Source: an optimization exercise on an open RTL-to-GDS flow (aim: small area, a short achievable clock period and few clock cycles per item). Production flows keep margins and buffers that such runs may drop. Only simulation tests tie the RTL to the original design; equivalence was not proved. Power is estimated from default activity; no workload was simulated.

== main ==
==> flow/design.v (excerpt) <==
module deq32 (
  input  wire               clk,
  input  wire               rst,         
  input  wire               in_valid,
  output wire               in_ready,
  input  wire [1:0]         in_mode,     
  input  wire signed [31:0] in_p0,       
  input  wire signed [31:0] in_p1,
  input  wire signed [31:0] in_p2,
  input  wire signed [31:0] in_p3,
  input  wire signed [31:0] in_p4,
  input  wire signed [31:0] in_p5,
  input  wire signed [9:0]  in_c,        
  input  wire signed [9:0]  in_es,       
  output wire               out_valid,
  input  wire               out_ready,
  output wire [31:0]        out_f        
);
For scale: about 2,100 cells after synthesis, ~250 I/O pins, about 0.015 sq mm of cells after synthesis.
export LEC_CHECK = 0
export ABC_AREA = 1
export CAP_MARGIN = 20
export CORE_MARGIN = 2
export CORE_UTILIZATION = 55
export SLEW_MARGIN = 20
create_clock -name core_clock -period 24.0 [get_ports {clk}]
standard.sh (not shown) runs the stock make flow with config.mk's settings and CLKGATE_MAP_FILE= SYNTH_SCRIPT=/design/flow/synth_recipe.tcl, a recipe that flattens the netlist after the stock synthesis.
==> flow/flow/run.sh <==
#!/bin/bash
set -euo pipefail
bash standard.sh SETUP_SLACK_MARGIN=14 \
  BUFFER_PORTS_ARGS="-buffer_cell sky130_fd_sc_hd__buf_1" \
  finish > standard_flow.log 2>&1
Testbench counts of main, summed over its fixed seeds: cycles 16,016, items 16,000.
Here is what was changed in the inputs of the feature branch compared with main.
--- a/flow/design.v
+++ b/flow/design.v
@@ -598,47 +598,45 @@
   wire cp_gg124 = cp_gg92 | (cp_pp92 & cp_gg112);
   wire cp_gg125 = cp_gg93 | (cp_pp93 & cp_gg112);
   wire cp_gg126 = cp_gg94 | (cp_pp94 & cp_gg112);
   wire cp_gg127 = cp_gg95 | (cp_pp95 & cp_gg112);
   wire cp_gg128 = cp_gg96 | (cp_pp96 & cp_gg112);
   wire [47:0] cp_c = {cp_gg127, cp_gg126, cp_gg125, cp_gg124, cp_gg123, cp_gg122, cp_gg121, cp_gg120, cp_gg119, cp_gg118, cp_gg117, cp_gg116, cp_gg115, cp_gg114, cp_gg113, cp_gg112, cp_gg111, cp_gg110, cp_gg109, cp_gg108, cp_gg107, cp_gg106, cp_gg105, cp_gg104, cp_gg103, cp_gg102, cp_gg101, cp_gg100, cp_gg99, cp_gg98, cp_gg97, cp_gg80, cp_gg79, cp_gg78, cp_gg77, cp_gg76, cp_gg75, cp_gg74, cp_gg73, cp_gg52, cp_gg51, cp_gg50, cp_gg49, cp_gg26, cp_gg25, cp_gg1, cp_g0[0], 1'b0};
   assign t = cp_p0 ^ cp_c;
   wire signed [11:0] kr = $signed({{2{in_c[9]}}, in_c}) + $signed({{2{in_es[9]}}, in_es})
                         + (m3 ? 12'sd132 : m23 ? 12'sd116 : 12'sd100);
   wire [8:0] kb = (kr < -12'sd72) ? -9'sd72 : (kr > 12'sd255) ? 9'd255 : kr[8:0];
-  reg         v1_q, valid_q, empty_q;
+  reg         v1_q, valid_q;
   reg  [47:0] t_q;
   reg  [8:0]  kb_q;
   reg  [31:0] f_q;
   wire [31:0] f;
-  wire en   = out_ready | empty_q;
+  wire en   = out_ready | ~valid_q;
   wire en_t = en | ~v1_q;
-  assign in_ready  = en;
+  assign in_ready  = out_ready;
   assign out_valid = valid_q;
   assign out_f     = f_q;
   always @(posedge clk) begin
     if (rst) begin
       v1_q    <= 1'b0;
       valid_q <= 1'b0;
-      empty_q <= 1'b1;
     end else if (en) begin
-      v1_q    <= in_valid;
+      v1_q    <= in_valid & out_ready;
       valid_q <= v1_q;
-      empty_q <= ~v1_q;
     end
   end
   always @(posedge clk) begin
     if (en_t) begin
       t_q  <= t;
       kb_q <= kb;
     end
-    if (en)
+    if (en & v1_q)
       f_q  <= f;
   end
   wire        sign = t_q[47];
   wire [46:0] v    = t_q[46:0] ^ {47{sign}};
   wire              deep = $signed(kb_q) < -9'sd47;
   wire [8:0]  nk1 = ~kb_q;
   wire        snt = ~nk1[8] & (nk1[7:6] == 2'd0);
   reg  [46:0] one;
   integer i;
   always @(*)
@@ -674,28 +672,29 @@
   wire [5:0] q = v5[1] ? {1'b1, a5[9:5]} : {1'b0, a5[4:0]};
   reg  [5:0]  tz;
   always @(*) begin
     tz = 6'd47;
     for (i = 46; i >= 0; i = i - 1)
       if (t_q[i]) tz = i[5:0];
   end
   wire        zero = (tz == 6'd47);
   wire [6:0]  sh = deep ? ~kb_q[6:0] : {1'b0, q};
   wire [95:0] s6 = {25'd0, v, {24{sign}}};
-  wire [87:0] s5 = sh[6] ? s6[95:64] : s6[87:0];
+  wire [87:0] s5 = {s6[87:32], {25{~sh[6]}} & s6[31:7],
+                    sh[6] ? s6[70:64] : s6[6:0]};
   wire [55:0] s4 = sh[5] ? s5[87:32] : s5[55:0];
   wire [39:0] s3 = sh[4] ? s4[55:16] : s4[39:0];
   wire [31:0] s2 = sh[3] ? s3[39:8]  : s3[31:0];
   wire [27:0] s1 = sh[2] ? s2[31:4]  : s2[27:0];
   wire [25:0] s0 = sh[1] ? s1[27:2]  : s1[25:0];
   wire [24:0] win = sh[0] ? s0[25:1] : s0[24:0];
   wire [23:0] kv  = win[24:1];
   wire        gv  = win[0];
   wire        st  = ({1'b0, tz} + 7'd25) <= sh;
   wire        inc = sign ? (gv | (~st & kv[0])) : (gv & (st | kv[0]));
   wire [24:0] mant = {1'b0, kv} + {24'd0, inc};
   wire signed [10:0] ebase = $signed({5'd0, sh}) + $signed({{2{kb_q[8]}}, kb_q});
   wire signed [10:0] fexp  = ebase + 11'sd1 + $signed({9'd0, mant[24:23]});
-  assign f = zero ? 32'd0 :
-             (fexp >= 11'sd255) ? {sign, 8'hFF, 23'd0}
-                                : {sign, fexp[7:0], mant[22:0]};
+  wire        ovf = ~zero & (fexp >= 11'sd255);
+  assign f = ovf ? {sign, 8'hFF, 23'd0}
+                 : {sign, zero ? 8'd0 : fexp[7:0], mant[22:0]};
 endmodule
### Flow results
- In the feature branch the achievable frequency turned out 0.0022 GHz higher than in main.
- Reported for the feature branch and main, buffer levels on the longest clock path turned out identical to the last digit.
- The run with more routed wire is the feature branch, not main.
- The area fraction in and, or, nand and nor cells after synthesis in the feature branch sits 1.9 points below the value recorded for main.
- Going from main to the feature branch, switching power now sits lower, growth of design area from synthesis to finish now sits lower, synthesized cell area now sits lower, fill cell instance count of the final layout now sits lower.
- Against main, the feature branch reports a global-route usage that is higher.
Testbench counts of the feature branch, summed over its fixed seeds: cycles 16,016, items 16,000.

== build 23 ==
deq32, a different RTL version from the one above (not shown whole).
Size in the first run: ~2000 cells after synthesis, ~92 flip-flops, about 250 I/O pins, ~0.015 sq mm of cells after synthesis.
==> flow/config.mk <==
export PLATFORM = sky130hd
export DESIGN_NAME = deq32
export DESIGN_NICKNAME = deq32
export VERILOG_FILES = /design/flow/design.v
export SDC_FILE = /design/flow/constraint.sdc
export NUM_CORES = 4
export LEC_CHECK = 0
export ABC_AREA = 1
export CAP_MARGIN = 20
export CORE_MARGIN = 2
export CORE_UTILIZATION = 55
export SLEW_MARGIN = 20
==> flow/constraint.sdc <==
create_clock -name core_clock -period 24.0 [get_ports {clk}]
set_input_delay 4.8000 -clock core_clock [delete_from_list [all_inputs] [get_ports {clk}]]
set_output_delay 4.8000 -clock core_clock [all_outputs]
set_load 0.01 [all_outputs]
Scripts as last shown in full above: flow/flow/run.sh
Build 23 reached the final stage; the timing, design-rule and antenna checks on its layout passed.
Testbench counts of build 23, summed over its fixed seeds: cycles 16,016, items 16,000.
### build 23 -> trial 88
--- a/flow/design.v
+++ b/flow/design.v
@@ -628,26 +628,21 @@
   end
   always @(posedge clk) begin
     if (en_t) begin
       t_q  <= t;
       kb_q <= kb;
     end
-    if (en & v1_q)
+    if (en)
       f_q  <= f;
   end
   wire        sign = t_q[47];
   wire [46:0] v    = t_q[46:0] ^ {47{sign}};
-  wire              deep = $signed(kb_q) < -9'sd47;
-  wire [8:0]  nk1 = ~kb_q;
-  wire        snt = ~nk1[8] & (nk1[7:6] == 2'd0);
-  reg  [46:0] one;
+  wire [8:0]  nk1  = ~kb_q;
+  wire        deep = $signed(kb_q) < -9'sd47;
+  wire [46:0] vm = v;
   integer i;
-  always @(*)
-    for (i = 0; i < 47; i = i + 1)
-      one[i] = snt & (nk1[5:0] == i);
-  wire [46:0] vm = v | one;
   wire [63:0] l0 = {17'd0, vm};
   wire [31:0] a1, v1; wire [15:0] v2; wire [31:0] a2; wire [7:0] v3; wire [23:0] a3;
   wire [3:0] v4; wire [15:0] a4; wire [1:0] v5; wire [9:0] a5;
   genvar g;
   generate
     for (g = 0; g < 32; g = g + 1) begin : lz1
@@ -676,13 +671,14 @@
   always @(*) begin
     tz = 6'd47;
     for (i = 46; i >= 0; i = i - 1)
       if (t_q[i]) tz = i[5:0];
   end
   wire        zero = (tz == 6'd47);
-  wire [6:0]  sh = deep ? ~kb_q[6:0] : {1'b0, q};
+  wire        lt = ~nk1[8] & (nk1[5:0] > q);
+  wire [6:0]  sh = (deep | lt) ? nk1[6:0] : {1'b0, q};
   wire [95:0] s6 = {25'd0, v, {24{sign}}};
   wire [87:0] s5 = sh[6] ? s6[95:64] : s6[87:0];
   wire [55:0] s4 = sh[5] ? s5[87:32] : s5[55:0];
   wire [39:0] s3 = sh[4] ? s4[55:16] : s4[39:0];
   wire [31:0] s2 = sh[3] ? s3[39:8]  : s3[31:0];
   wire [27:0] s1 = sh[2] ? s2[31:4]  : s2[27:0];
@@ -692,10 +688,10 @@
   wire        gv  = win[0];
   wire        st  = ({1'b0, tz} + 7'd25) <= sh;
   wire        inc = sign ? (gv | (~st & kv[0])) : (gv & (st | kv[0]));
   wire [24:0] mant = {1'b0, kv} + {24'd0, inc};
   wire signed [10:0] ebase = $signed({5'd0, sh}) + $signed({{2{kb_q[8]}}, kb_q});
   wire signed [10:0] fexp  = ebase + 11'sd1 + $signed({9'd0, mant[24:23]});
-  wire        ovf = ~zero & (fexp >= 11'sd255);
-  assign f = ovf ? {sign, 8'hFF, 23'd0}
-                 : {sign, zero ? 8'd0 : fexp[7:0], mant[22:0]};
+  assign f = zero ? 32'd0 :
+             (fexp >= 11'sd255) ? {sign, 8'hFF, 23'd0}
+                                : {sign, fexp[7:0], mant[22:0]};
 endmodule
==> summary.txt <==
- [compare] base=build 23 new=trial 88: final core utilization +4.7 points; net switching power of the design now sits higher; placer's final routability congestion estimate decreased about 3.2%.
- Fill cell instance count of the final layout went down by a few percent going from build 23 to trial 88.
- Trial 88: share of total power in combinational logic is 1.6 points higher than what build 23 reported.
- The highest metal layer used by the detailed router comes out met5 in one run and met4 in the other, namely in trial 88 and build 23 respectively.
- Measured against each other, build 23 and trial 88 differ in area of the die, the lower figure coming from trial 88.
- In trial 88 the worst setup slack turned out 0.20 ns lower than in build 23.
Testbench counts of trial 88, summed over its fixed seeds: cycles 16,016, items 16,000.

-- separate check: timing with driven ports --
The results above use ideal ports. As a check the final layouts listed here were re-extracted and re-timed, cells and wires unchanged.
Step 1: set_driving_cell puts a clkbuf_16 on clk and a buf_2 on each other input, an assumption about the parent block.
Step 2 moves the port delays by t, midway between the first and last clock arrival at a register: inputs arrive t later, outputs are due t later. That takes back most of the time a late clock gives input paths.
Three values: ideal, step 1, step 2; two values: the first two.
run | t (ns) | setup slack, ns | worst register clock-pin slew, ns
main | 0.405 | 13.910 / 13.874 / 13.874 | 0.07 / 0.07
the feature branch | 0.404 | 14.126 / 14.090 / 13.930 | 0.08 / 0.08
build 23 | 0.407 | 14.035 / 14.014 / 14.014 | 0.08 / 0.08
trial 88 | 0.403 | 13.834 / 13.801 / 13.801 | 0.07 / 0.07
After both steps every run listed still meets setup and hold. For the feature branch, which loses most, drivers alone change the setup slack by -0.036 ns; drivers and shift together by -0.196 ns.
